Context: an optimization exercise on an open-source flow, tuned for small area, a short achievable clock period and few clock cycles per item. The choices shown serve that exercise and are no tape-out recipe. Function was checked by simulation only, so behaviour that the tests miss may differ from the original. Power is estimated from default activity; no workload was simulated.

==> juniper <==
==> flow/design.v <==
module fz_policer_bank (
    input  wire        clk,
    input  wire        rst_n,
    input  wire        cmd_valid,
    output wire        cmd_ready,
    input  wire [1:0]  cmd_op,
    input  wire [1:0]  cmd_idx,
    input  wire [31:0] cmd_time,
    input  wire [13:0] cmd_len,
    input  wire [1:0]  cmd_color,
    input  wire        cmd_aware,
    input  wire [1:0]  cmd_tokens,
    input  wire        cmd_en,
    input  wire        cmd_mode,
    input  wire [15:0] cmd_cir,
    input  wire [15:0] cmd_xir,
    input  wire [15:0] cmd_cbs,
    input  wire [15:0] cmd_xbs,
    input  wire [7:0]  cmd_len_adj,
    output reg         rsp_valid,
    output reg  [1:0]  rsp_op,
    output reg  [1:0]  rsp_color,
    output reg  [1:0]  rsp_status,
    output wire [47:0] rsp_tc,
    output wire [47:0] rsp_tx,
    output reg  [31:0] rsp_last
);
    localparam [1:0] GREEN  = 2'd0;
    localparam [1:0] YELLOW = 2'd1;
    localparam [1:0] RED    = 2'd2;
    assign cmd_ready = 1'b1;
    function [29:0] mul15625;
        input [15:0] x;
        mul15625 = ({14'd0, x} << 14) - ({14'd0, x} << 10) + ({14'd0, x} << 8) +
                   ({14'd0, x} << 3) + {14'd0, x};
    endfunction
    function [26:0] booth_enc;
        input [15:0] y;
        reg [18:0] ye;
        integer k;
        begin
            ye = {2'b00, y, 1'b0};
            for (k = 0; k < 9; k = k + 1) begin
                booth_enc[3*k]   = ye[2*k+1] ^ ye[2*k];
                booth_enc[3*k+1] = (ye[2*k+2] & ~ye[2*k+1] & ~ye[2*k]) | (~ye[2*k+2] & ye[2*k+1] & ye[2*k]);
                booth_enc[3*k+2] = ye[2*k+2];
            end
        end
    endfunction
    localparam [46:0] BOOTH_K = 47'd0 - (47'd1 << 32) - (47'd1 << 34) - (47'd1 << 36) - (47'd1 << 38) -
                                (47'd1 << 40) - (47'd1 << 42) - (47'd1 << 44) - (47'd1 << 46);
    function [46:0] booth_mul;
        input [26:0] e;
        input [30:0] x;
        reg [31:0] m;
        reg [46:0] acc;
        integer k;
        begin
            acc = BOOTH_K;
            for (k = 0; k < 9; k = k + 1) begin
                m = ({32{e[3*k]}} & {1'b0, x}) | ({32{e[3*k+1]}} & {x, 1'b0});
                acc = acc + ({14'd0, ~e[3*k+2], m ^ {32{e[3*k+2]}}} << (2*k)) + ({46'd0, e[3*k+2]} << (2*k));
            end
            booth_mul = acc;
        end
    endfunction
    function [38:0] pick4;
        input [3:0]  sel;
        input [38:0] w0, w1, w2, w3;
        pick4 = (w0 & {39{sel[0]}}) | (w1 & {39{sel[1]}}) | (w2 & {39{sel[2]}}) | (w3 & {39{sel[3]}});
    endfunction
    reg        v1;
    reg [1:0]  op1, in1, tok1;
    reg [3:0]  sel1;     
    reg [31:0] t1;
    reg [13:0] len1;
    reg        en1, mode1;
    reg [15:0] cir1, xir1, cbs1, xbs1;
    reg [7:0]  adj1;
    always @(posedge clk) begin
        v1   <= rst_n & cmd_valid;
        op1  <= cmd_op;
        sel1 <= 4'b0001 << cmd_idx;
        t1   <= cmd_time;
        len1 <= cmd_len;
        in1  <= cmd_aware ? cmd_color : GREEN;
        tok1 <= cmd_tokens;
        en1  <= cmd_en;
        mode1 <= cmd_mode;
        cir1 <= cmd_cir;
        xir1 <= cmd_xir;
        cbs1 <= cmd_cbs;
        xbs1 <= cmd_xbs;
        adj1 <= cmd_len_adj;
    end
    reg [3:0]  cfg_v;
    reg [3:0]  en_q, mode_q;
    reg [15:0] cir_q [0:3];
    reg [15:0] xir_q [0:3];
    reg [15:0] cbs_q [0:3];
    reg [15:0] xbs_q [0:3];
    reg [6:0]  adj_q [0:3];    
    reg [31:0] last_q [0:3];
    wire [3:0]  rsel1  = sel1 & cfg_v;
    wire        s_en   = |(en_q & rsel1);
    wire        s_mode = |(mode_q & rsel1);
    wire [15:0] s_cir  = pick4(rsel1, cir_q[0], cir_q[1], cir_q[2], cir_q[3]);
    wire [15:0] s_xir  = pick4(rsel1, xir_q[0], xir_q[1], xir_q[2], xir_q[3]);
    wire [15:0] s_cbs  = pick4(rsel1, cbs_q[0], cbs_q[1], cbs_q[2], cbs_q[3]);
    wire [15:0] s_xbs  = pick4(rsel1, xbs_q[0], xbs_q[1], xbs_q[2], xbs_q[3]);
    wire [6:0]  s_adj  = pick4(rsel1, adj_q[0], adj_q[1], adj_q[2], adj_q[3]);
    wire [31:0] s_last = pick4(rsel1, last_q[0], last_q[1], last_q[2], last_q[3]);
    wire is_pol = (op1 == 2'd0);
    wire is_set = (op1 == 2'd1);
    wire is_rd  = op1[1];
    wire [31:0] d_raw = t1 - s_last;
    wire [30:0] d     = d_raw[31] ? 31'd0 : d_raw[30:0];
    wire set_oor = (tok1 == 2'd3);
    wire set_bad = (cbs1 < 16'd64) || (xbs1 < 16'd64) ||
                   (!mode1 && xir1 < cir1) || (adj1[7] != adj1[6]);
    wire [1:0] set_status = set_oor ? 2'd2 : set_bad ? 2'd1 : 2'd0;
    wire set_ok = is_set & ~set_oor & ~set_bad;
    wire pol_en = is_pol & s_en;
    wire signed [15:0] b_signed = $signed({2'b00, len1}) + 16'sd4 + $signed({{9{s_adj[6]}}, s_adj});
    wire [14:0] b_len = (b_signed < 16'sd1) ? 15'd1 : b_signed[14:0];
    wire [15:0] bc_keep = (s_cbs < cbs1) ? s_cbs : cbs1;
    wire [15:0] bx_keep = (s_xbs < xbs1) ? s_xbs : xbs1;
    integer i;
    always @(posedge clk) begin
        for (i = 0; i < 4; i = i + 1) begin
            if (v1 && sel1[i] && (set_ok || pol_en))
                last_q[i] <= t1;
            if (v1 && sel1[i] && set_ok) begin
                en_q[i]   <= en1;
                mode_q[i] <= mode1;
                cir_q[i]  <= cir1;
                xir_q[i]  <= xir1;
                cbs_q[i]  <= cbs1;
                xbs_q[i]  <= xbs1;
                adj_q[i]  <= adj1[6:0];
            end
        end
        if (!rst_n)
            cfg_v <= 4'd0;
        else if (v1 && set_ok)
            cfg_v <= cfg_v | sel1;
    end
    reg        v2, set2, rd2, we2, pol2, force2, mode2;
    reg [1:0]  op2, in2, st2;
    reg [3:0]  sel2;
    reg [26:0] rc2, rx2;    
    reg [15:0] bc2, bx2;
    reg [30:0] d2;
    reg [14:0] bl2;
    always @(posedge clk) begin
        v2    <= rst_n & v1;
        op2   <= op1;
        sel2  <= sel1;
        in2   <= in1;
        st2   <= is_set ? set_status : 2'd0;
        set2  <= is_set;
        rd2   <= is_rd;
        we2   <= set_ok | pol_en;
        pol2  <= pol_en;
        force2 <= is_set & (tok1 == 2'd1);
        mode2 <= is_rd ? s_last[31] : s_mode;
        rc2   <= booth_enc(is_rd ? 16'd1 : s_cir);
        rx2   <= booth_enc(s_xir);
        d2    <= is_rd ? s_last[30:0] : d;
        bc2   <= !is_set ? s_cbs : (tok1 == 2'd0) ? bc_keep : (tok1 == 2'd1) ? cbs1 : 16'd0;
        bx2   <= !is_set ? s_xbs : (tok1 == 2'd0) ? bx_keep : (tok1 == 2'd1) ? xbs1 : 16'd0;
        bl2   <= b_len;
    end
    wire [46:0] pc = booth_mul(rc2, d2);
    wire [46:0] px = booth_mul(rx2, d2);
    reg        v3, set3, rd3, we3, pol3, mode3, force3;
    reg [1:0]  op3, in3, st3;
    reg [3:0]  sel3;
    reg [46:0] ac3, ax3;
    reg [29:0] cc3, cx3;
    reg [27:0] bb3;
    reg [3:0]  tok_v;
    reg [38:0] tc_q [0:3];
    reg [38:0] tx_q [0:3];
    reg [38:0] tc3, tx3;
    wire [38:0] n_tc, n_tx;
    wire fwd = v3 & we3 & (|(sel3 & sel2));
    wire [3:0] rsel2 = sel2 & tok_v;
    always @(posedge clk) begin
        v3    <= rst_n & v2;
        op3   <= op2;
        sel3  <= sel2;
        in3   <= in2;
        st3   <= st2;
        set3  <= set2;
        rd3   <= rd2;
        we3   <= we2;
        pol3  <= pol2;
        mode3 <= mode2;
        force3 <= force2;
        ac3   <= pc;
        ax3   <= px;
        cc3   <= mul15625(bc2);
        cx3   <= mul15625(bx2);
        bb3   <= mul15625({1'b0, bl2});
        tc3   <= fwd ? n_tc : pick4(rsel2, tc_q[0], tc_q[1], tc_q[2], tc_q[3]);
        tx3   <= fwd ? n_tx : pick4(rsel2, tx_q[0], tx_q[1], tx_q[2], tx_q[3]);
    end
    wire [38:0] cap_c = {cc3, 9'd0};
    wire [38:0] cap_x = {cx3, 9'd0};
    wire [38:0] b     = {bb3[27:0], 9'd0};
    wire [40:0] tc41 = {2'd0, tc3};
    wire [40:0] tx41 = {2'd0, tx3};
    wire [40:0] ac41 = {2'b0, ac3[38:0]};
    wire [40:0] ax41 = {2'b0, ax3[38:0]};
    wire        big_c = force3 | (|ac3[46:39]);
    wire        big_x = force3 | (|ax3[46:39]);
    wire [40:0] ncc  = ~{2'd0, cap_c};
    wire [40:0] ncx  = ~{2'd0, cap_x};
    wire [40:0] os_c = tc41 ^ ac41 ^ ncc;
    wire [40:0] oc_c = (tc41 & ac41) | (tc41 & ncc) | (ac41 & ncc);
    wire [40:0] os_x = tx41 ^ ax41 ^ ncx;
    wire [40:0] oc_x = (tx41 & ax41) | (tx41 & ncx) | (ax41 & ncx);
    wire [41:0] ov_c = {1'b0, os_c} + {oc_c, 1'b0};
    wire [41:0] ov_x = {1'b0, os_x} + {oc_x, 1'b0};
    wire        sat_c = big_c | ov_c[41];
    wire        sat_x = big_x | ov_x[41];
    wire [45:0] tc46 = {7'd0, tc3};
    wire [45:0] tx46 = {7'd0, tx3};
    wire [45:0] da_c = rd3 ? {tc3, 7'd0} : {7'd0, ac3[38:0]};
    wire [45:0] da_x = rd3 ? {tx3, 7'd0} : {7'd0, ax3[38:0]};
    wire [45:0] nb_c = ~(rd3 ? {5'd0, tc3, 2'd0} : {7'd0, b});
    wire [45:0] nb_x = ~(rd3 ? {5'd0, tx3, 2'd0} : {7'd0, b});
    wire [45:0] ds_c = tc46 ^ da_c ^ nb_c;
    wire [45:0] dc_c = (tc46 & da_c) | (tc46 & nb_c) | (da_c & nb_c);
    wire [45:0] ds_x = tx46 ^ da_x ^ nb_x;
    wire [45:0] dc_x = (tx46 & da_x) | (tx46 & nb_x) | (da_x & nb_x);
    wire [46:0] df_c = {1'b0, ds_c} + {dc_c, 1'b0} + 47'd1;
    wire [46:0] df_x = {1'b0, ds_x} + {dc_x, 1'b0} + 47'd1;
    wire [38:0] sum_c = tc3 + ac3[38:0];
    wire [38:0] sum_x = tx3 + ax3[38:0];
    wire [30:0] cmd_c = {1'b0, cc3} - {3'd0, bb3};
    wire [30:0] cmd_x = {1'b0, cx3} - {3'd0, bb3};
    wire [38:0] cmb_c = {cmd_c[29:0], 9'd0};
    wire [38:0] cmb_x = {cmd_x[29:0], 9'd0};
    wire        cge3  = ~cmd_c[30];
    wire        xge3  = ~cmd_x[30];
    wire        ge_c  = sat_c ? cge3 : df_c[46];
    wire        ge_x  = sat_x ? xge3 : df_x[46];
    wire [38:0] r_c   = sat_c ? cap_c : sum_c;
    wire [38:0] r_x   = sat_x ? cap_x : sum_x;
    wire [38:0] rb_c  = sat_c ? cmb_c : df_c[38:0];
    wire [38:0] rb_x  = sat_x ? cmb_x : df_x[38:0];
    reg [1:0] col;
    reg       deb_c, deb_x;
    always @(*) begin
        deb_c = 1'b0;
        deb_x = 1'b0;
        col   = RED;
        if (!mode3) begin
            if (in3 == RED || in3 == 2'd3 || !ge_x) begin
                col = RED;
            end else begin
                deb_x = 1'b1;
                if (in3 == YELLOW || !ge_c) begin
                    col = YELLOW;
                end else begin
                    deb_c = 1'b1;
                    col   = GREEN;
                end
            end
        end else begin
            if (in3 == GREEN && ge_c) begin
                deb_c = 1'b1;
                col   = GREEN;
            end else if ((in3 == GREEN || in3 == YELLOW) && ge_x) begin
                deb_x = 1'b1;
                col   = YELLOW;
            end else begin
                col = RED;
            end
        end
        if (!pol3) begin
            deb_c = 1'b0;
            deb_x = 1'b0;
        end
    end
    assign n_tc = {deb_c ? rb_c[38:9] : r_c[38:9], sat_c ? 9'd0 : sum_c[8:0]};
    assign n_tx = {deb_x ? rb_x[38:9] : r_x[38:9], sat_x ? 9'd0 : sum_x[8:0]};
    always @(posedge clk) begin
        for (i = 0; i < 4; i = i + 1) begin
            if (v3 && we3 && sel3[i]) begin
                tc_q[i] <= n_tc;
                tx_q[i] <= n_tx;
            end
        end
        if (!rst_n)
            tok_v <= 4'd0;
        else if (v3 && we3)
            tok_v <= tok_v | sel3;
    end
    reg  [45:0] rsp_tc_q, rsp_tx_q;
    always @(posedge clk) begin
        rsp_valid  <= rst_n & v3;
        rsp_op     <= op3;
        rsp_color  <= pol3 ? col : in3;
        rsp_status <= st3;
        rsp_tc_q   <= df_c[45:0];
        rsp_tx_q   <= df_x[45:0];
        rsp_last   <= {mode3, ac3[30:0]};
    end
    assign rsp_tc = {2'd0, rsp_tc_q};
    assign rsp_tx = {2'd0, rsp_tx_q};
endmodule
==> flow/flow/run.sh <==
#!/bin/bash
# Standard synthesis and layout, with timing repair aimed at a tighter setup slack
# and the smallest buffer on each port (the design's clock and constraints are
# unchanged).
set -euo pipefail
bash standard.sh synth > synth.log 2>&1
bash standard.sh SETUP_SLACK_MARGIN=19.5 BUFFER_PORTS_ARGS="-buffer_cell sky130_fd_sc_hd__buf_1" finish > layout.log 2>&1
==> flow/standard.sh <==
#!/bin/bash
# synth_recipe.tcl (not shown) runs the flow's synth.tcl, then flattens the netlist and writes it again
# the make line also repeats each setting of config.mk as NAME=value (left out here)
make -C /OpenROAD-flow-scripts/flow DESIGN_CONFIG=/design/flow/config.mk WORK_HOME=/design/flow/orfs CLKGATE_MAP_FILE= SYNTH_SCRIPT=/design/flow/synth_recipe.tcl "${@:-finish}"
==> flow/config.mk <==
export PLATFORM = sky130hd
export DESIGN_NAME = fz_policer_bank
export DESIGN_NICKNAME = fz_policer_bank
export VERILOG_FILES = /design/flow/design.v
export SDC_FILE = /design/flow/constraint.sdc
export NUM_CORES = 4
export LEC_CHECK = 0
export CAP_MARGIN = 20
export CORE_MARGIN = 2
export CORE_UTILIZATION = 60
export CTS_CLUSTER_DIAMETER = 100
export CTS_CLUSTER_SIZE = 24
export PLACE_DENSITY = 0.72
export SLEW_MARGIN = 20
==> flow/constraint.sdc <==
create_clock -name core_clock -period 26.0 [get_ports {clk}]
set_input_delay 5.2000 -clock core_clock [delete_from_list [all_inputs] [get_ports {clk}]]
set_output_delay 5.2000 -clock core_clock [all_outputs]
set_load 0.01 [all_outputs]
==> ember: changes against juniper <==
--- a/flow/design.v
+++ b/flow/design.v
@@ -64,14 +64,12 @@
             booth_mul = acc;
         end
     endfunction
-    function [38:0] pick4;
-        input [3:0]  sel;
-        input [38:0] w0, w1, w2, w3;
-        pick4 = (w0 & {39{sel[0]}}) | (w1 & {39{sel[1]}}) | (w2 & {39{sel[2]}}) | (w3 & {39{sel[3]}});
+    function [45:0] mul125;
+        input [38:0] x;
+        mul125 = ({7'd0, x} << 7) - ({7'd0, x} << 2) + {7'd0, x};
     endfunction
     reg        v1;
-    reg [1:0]  op1, in1, tok1;
-    reg [3:0]  sel1;     
+    reg [1:0]  op1, idx1, in1, tok1;
     reg [31:0] t1;
     reg [13:0] len1;
     reg        en1, mode1;
@@ -80,7 +78,7 @@
     always @(posedge clk) begin
         v1   <= rst_n & cmd_valid;
         op1  <= cmd_op;
-        sel1 <= 4'b0001 << cmd_idx;
+        idx1 <= cmd_idx;
         t1   <= cmd_time;
         len1 <= cmd_len;
         in1  <= cmd_aware ? cmd_color : GREEN;
@@ -101,15 +99,15 @@
     reg [15:0] xbs_q [0:3];
     reg [6:0]  adj_q [0:3];    
     reg [31:0] last_q [0:3];
-    wire [3:0]  rsel1  = sel1 & cfg_v;
-    wire        s_en   = |(en_q & rsel1);
-    wire        s_mode = |(mode_q & rsel1);
-    wire [15:0] s_cir  = pick4(rsel1, cir_q[0], cir_q[1], cir_q[2], cir_q[3]);
-    wire [15:0] s_xir  = pick4(rsel1, xir_q[0], xir_q[1], xir_q[2], xir_q[3]);
-    wire [15:0] s_cbs  = pick4(rsel1, cbs_q[0], cbs_q[1], cbs_q[2], cbs_q[3]);
-    wire [15:0] s_xbs  = pick4(rsel1, xbs_q[0], xbs_q[1], xbs_q[2], xbs_q[3]);
-    wire [6:0]  s_adj  = pick4(rsel1, adj_q[0], adj_q[1], adj_q[2], adj_q[3]);
-    wire [31:0] s_last = pick4(rsel1, last_q[0], last_q[1], last_q[2], last_q[3]);
+    wire        s_v    = cfg_v[idx1];
+    wire        s_en   = en_q[idx1] & s_v;
+    wire        s_mode = mode_q[idx1];
+    wire [15:0] s_cir  = cir_q[idx1];
+    wire [15:0] s_xir  = xir_q[idx1];
+    wire [15:0] s_cbs  = cbs_q[idx1] & {16{s_v}};
+    wire [15:0] s_xbs  = xbs_q[idx1] & {16{s_v}};
+    wire [6:0]  s_adj  = adj_q[idx1];
+    wire [31:0] s_last = last_q[idx1] & {32{s_v}};
     wire is_pol = (op1 == 2'd0);
     wire is_set = (op1 == 2'd1);
     wire is_rd  = op1[1];
@@ -128,9 +126,9 @@
     integer i;
     always @(posedge clk) begin
         for (i = 0; i < 4; i = i + 1) begin
-            if (v1 && sel1[i] && (set_ok || pol_en))
+            if (v1 && idx1 == i && (set_ok || pol_en))
                 last_q[i] <= t1;
-            if (v1 && sel1[i] && set_ok) begin
+            if (v1 && idx1 == i && set_ok) begin
                 en_q[i]   <= en1;
                 mode_q[i] <= mode1;
                 cir_q[i]  <= cir1;
@@ -143,11 +141,10 @@
         if (!rst_n)
             cfg_v <= 4'd0;
         else if (v1 && set_ok)
-            cfg_v <= cfg_v | sel1;
+            cfg_v[idx1] <= 1'b1;
     end
     reg        v2, set2, rd2, we2, pol2, force2, mode2;
-    reg [1:0]  op2, in2, st2;
-    reg [3:0]  sel2;
+    reg [1:0]  op2, idx2, in2, st2;
     reg [26:0] rc2, rx2;    
     reg [15:0] bc2, bx2;
     reg [30:0] d2;
@@ -155,7 +152,7 @@
     always @(posedge clk) begin
         v2    <= rst_n & v1;
         op2   <= op1;
-        sel2  <= sel1;
+        idx2  <= idx1;
         in2   <= in1;
         st2   <= is_set ? set_status : 2'd0;
         set2  <= is_set;
@@ -173,9 +170,8 @@
     end
     wire [46:0] pc = booth_mul(rc2, d2);
     wire [46:0] px = booth_mul(rx2, d2);
-    reg        v3, set3, rd3, we3, pol3, mode3, force3;
-    reg [1:0]  op3, in3, st3;
-    reg [3:0]  sel3;
+    reg        v3, set3, rd3, we3, pol3, mode3, cge3, xge3, force3;
+    reg [1:0]  op3, idx3, in3, st3;
     reg [46:0] ac3, ax3;
     reg [29:0] cc3, cx3;
     reg [27:0] bb3;
@@ -184,12 +180,11 @@
     reg [38:0] tx_q [0:3];
     reg [38:0] tc3, tx3;
     wire [38:0] n_tc, n_tx;
-    wire fwd = v3 & we3 & (|(sel3 & sel2));
-    wire [3:0] rsel2 = sel2 & tok_v;
+    wire fwd = v3 & we3 & (idx3 == idx2);
     always @(posedge clk) begin
         v3    <= rst_n & v2;
         op3   <= op2;
-        sel3  <= sel2;
+        idx3  <= idx2;
         in3   <= in2;
         st3   <= st2;
         set3  <= set2;
@@ -197,14 +192,16 @@
         we3   <= we2;
         pol3  <= pol2;
         mode3 <= mode2;
+        cge3  <= (bc2 >= {1'b0, bl2});
+        xge3  <= (bx2 >= {1'b0, bl2});
         force3 <= force2;
         ac3   <= pc;
         ax3   <= px;
         cc3   <= mul15625(bc2);
         cx3   <= mul15625(bx2);
         bb3   <= mul15625({1'b0, bl2});
-        tc3   <= fwd ? n_tc : pick4(rsel2, tc_q[0], tc_q[1], tc_q[2], tc_q[3]);
-        tx3   <= fwd ? n_tx : pick4(rsel2, tx_q[0], tx_q[1], tx_q[2], tx_q[3]);
+        tc3   <= fwd ? n_tc : (tc_q[idx2] & {39{tok_v[idx2]}});
+        tx3   <= fwd ? n_tx : (tx_q[idx2] & {39{tok_v[idx2]}});
     end
     wire [38:0] cap_c = {cc3, 9'd0};
     wire [38:0] cap_x = {cx3, 9'd0};
@@ -217,6 +214,7 @@
     wire        big_x = force3 | (|ax3[46:39]);
     wire [40:0] ncc  = ~{2'd0, cap_c};
     wire [40:0] ncx  = ~{2'd0, cap_x};
+    wire [40:0] nb   = ~{2'd0, b};
     wire [40:0] os_c = tc41 ^ ac41 ^ ncc;
     wire [40:0] oc_c = (tc41 & ac41) | (tc41 & ncc) | (ac41 & ncc);
     wire [40:0] os_x = tx41 ^ ax41 ^ ncx;
@@ -225,28 +223,18 @@
     wire [41:0] ov_x = {1'b0, os_x} + {oc_x, 1'b0};
     wire        sat_c = big_c | ov_c[41];
     wire        sat_x = big_x | ov_x[41];
-    wire [45:0] tc46 = {7'd0, tc3};
-    wire [45:0] tx46 = {7'd0, tx3};
-    wire [45:0] da_c = rd3 ? {tc3, 7'd0} : {7'd0, ac3[38:0]};
-    wire [45:0] da_x = rd3 ? {tx3, 7'd0} : {7'd0, ax3[38:0]};
-    wire [45:0] nb_c = ~(rd3 ? {5'd0, tc3, 2'd0} : {7'd0, b});
-    wire [45:0] nb_x = ~(rd3 ? {5'd0, tx3, 2'd0} : {7'd0, b});
-    wire [45:0] ds_c = tc46 ^ da_c ^ nb_c;
-    wire [45:0] dc_c = (tc46 & da_c) | (tc46 & nb_c) | (da_c & nb_c);
-    wire [45:0] ds_x = tx46 ^ da_x ^ nb_x;
-    wire [45:0] dc_x = (tx46 & da_x) | (tx46 & nb_x) | (da_x & nb_x);
-    wire [46:0] df_c = {1'b0, ds_c} + {dc_c, 1'b0} + 47'd1;
-    wire [46:0] df_x = {1'b0, ds_x} + {dc_x, 1'b0} + 47'd1;
+    wire [40:0] ds_c = tc41 ^ ac41 ^ nb;
+    wire [40:0] dc_c = (tc41 & ac41) | (tc41 & nb) | (ac41 & nb);
+    wire [40:0] ds_x = tx41 ^ ax41 ^ nb;
+    wire [40:0] dc_x = (tx41 & ax41) | (tx41 & nb) | (ax41 & nb);
+    wire [41:0] df_c = {1'b0, ds_c} + {dc_c, 1'b0} + 42'd1;
+    wire [41:0] df_x = {1'b0, ds_x} + {dc_x, 1'b0} + 42'd1;
     wire [38:0] sum_c = tc3 + ac3[38:0];
     wire [38:0] sum_x = tx3 + ax3[38:0];
-    wire [30:0] cmd_c = {1'b0, cc3} - {3'd0, bb3};
-    wire [30:0] cmd_x = {1'b0, cx3} - {3'd0, bb3};
-    wire [38:0] cmb_c = {cmd_c[29:0], 9'd0};
-    wire [38:0] cmb_x = {cmd_x[29:0], 9'd0};
-    wire        cge3  = ~cmd_c[30];
-    wire        xge3  = ~cmd_x[30];
-    wire        ge_c  = sat_c ? cge3 : df_c[46];
-    wire        ge_x  = sat_x ? xge3 : df_x[46];
+    wire [38:0] cmb_c = {cc3 - {2'd0, bb3}, 9'd0};
+    wire [38:0] cmb_x = {cx3 - {2'd0, bb3}, 9'd0};
+    wire        ge_c  = sat_c ? cge3 : df_c[41];
+    wire        ge_x  = sat_x ? xge3 : df_x[41];
     wire [38:0] r_c   = sat_c ? cap_c : sum_c;
     wire [38:0] r_x   = sat_x ? cap_x : sum_x;
     wire [38:0] rb_c  = sat_c ? cmb_c : df_c[38:0];
@@ -289,7 +277,7 @@
     assign n_tx = {deb_x ? rb_x[38:9] : r_x[38:9], sat_x ? 9'd0 : sum_x[8:0]};
     always @(posedge clk) begin
         for (i = 0; i < 4; i = i + 1) begin
-            if (v3 && we3 && sel3[i]) begin
+            if (v3 && we3 && idx3 == i) begin
                 tc_q[i] <= n_tc;
                 tx_q[i] <= n_tx;
             end
@@ -297,7 +285,7 @@
         if (!rst_n)
             tok_v <= 4'd0;
         else if (v3 && we3)
-            tok_v <= tok_v | sel3;
+            tok_v[idx3] <= 1'b1;
     end
     reg  [45:0] rsp_tc_q, rsp_tx_q;
     always @(posedge clk) begin
@@ -305,8 +293,8 @@
         rsp_op     <= op3;
         rsp_color  <= pol3 ? col : in3;
         rsp_status <= st3;
-        rsp_tc_q   <= df_c[45:0];
-        rsp_tx_q   <= df_x[45:0];
+        rsp_tc_q   <= mul125(tc3);
+        rsp_tx_q   <= mul125(tx3);
         rsp_last   <= {mode3, ac3[30:0]};
     end
     assign rsp_tc = {2'd0, rsp_tc_q};
- CORE_UTILIZATION: 60 -> 70
- CTS_CLUSTER_DIAMETER: 100 -> not set
- CTS_CLUSTER_SIZE: 24 -> not set
- PLACE_DENSITY: 0.72 -> 0.8
==> qor summary <==
metric                                                                                   juniper                     ember
Slowest cell on the critical path                                          sky130_fd_sc_hd__fa_1  sky130_fd_sc_hd__dfxtp_2
Length of routed met3 wiring                                                            31400 um                  33500 um
Number of buffers and inverters on the critical path                                           2                         1
Fraction of final layout cells with drive strength greater than 1                         0.0486                    0.0848
Seq group                                                                                2.73 mW                   3.11 mW
Clock slew at the register clock pins of the worst setup and hold paths                  0.09 ns                   0.06 ns
Layout overhead on the synthesized area                                                    6.74%                     9.29%
Maximum fanout count along the critical path                                                  17                         1
Post-placement setup slack                                                              18.61 ns                  18.44 ns
Status                                                                   complete, no violations   complete, no violations
Iteration count of the initial detailed-routing pass                                           6                         9
Synth Area in Adders                                                                       0.242                     0.252
Shortest clock period the worst path allows after layout                                 6.46 ns                   6.48 ns
Buffer count excluding the clock tree in the final layout                                    423                       434
Required time at the worst-slack endpoint                                               26.68 ns                  20.80 ns
Synthesized instance count                                                                  9506                      9598
Syn_area_per_cell                                                                     10.5 sq um                10.8 sq um
Worst reg2reg path endpoint                                                              ac3[45]                   ax3[46]
CTS-repair resized insts                                                                      94                       161
Largest stage delay on the critical path                                                 0.56 ns                   0.32 ns
Complex-gate fraction of the synthesized area                                              0.159                     0.145
Count of cell instances traversed by the critical path                                        22                         1
Testbench counts of juniper, summed over its fixed seeds: cycles 24,064, items 24,032.
Testbench counts of ember, summed over its fixed seeds: cycles 24,064, items 24,032.

what the ideal ports hide:
In the flow no input, the clock included, has a driving cell. The finished layouts below were timed again as built, in two steps. Step 1 (the two cells are an assumption about what drives the block):
set clk [get_ports {clk}]
set_driving_cell -lib_cell sky130_fd_sc_hd__clkbuf_16 $clk
set_driving_cell -lib_cell sky130_fd_sc_hd__buf_2 [delete_from_list [all_inputs] $clk]
Step 2 moves the port delays by t, midway between the first and last clock arrival at a register: inputs arrive t later, outputs are due t later. That takes back most of the time a late clock gives input paths. Three values: ideal, step 1, step 2; two values: the first two.
run | t, ns | slack for setup (ns) | worst hold slack (ns) | worst register clock-pin slew, ns | worst slew at a driven data input, ns
juniper | 0.833 | 19.540 / 19.466 / 19.294 | 0.332 / 0.332 / 0.332 | 0.11 / 0.11 | 0.05
ember | 0.893 | 19.521 / 19.431 / 19.164 | 0.329 / 0.329 / 0.329 | 0.07 / 0.07 | 0.08
After both steps every run listed still meets setup and hold. For ember, which loses most, drivers alone change the setup slack by -0.090 ns; drivers and shift together by -0.357 ns.
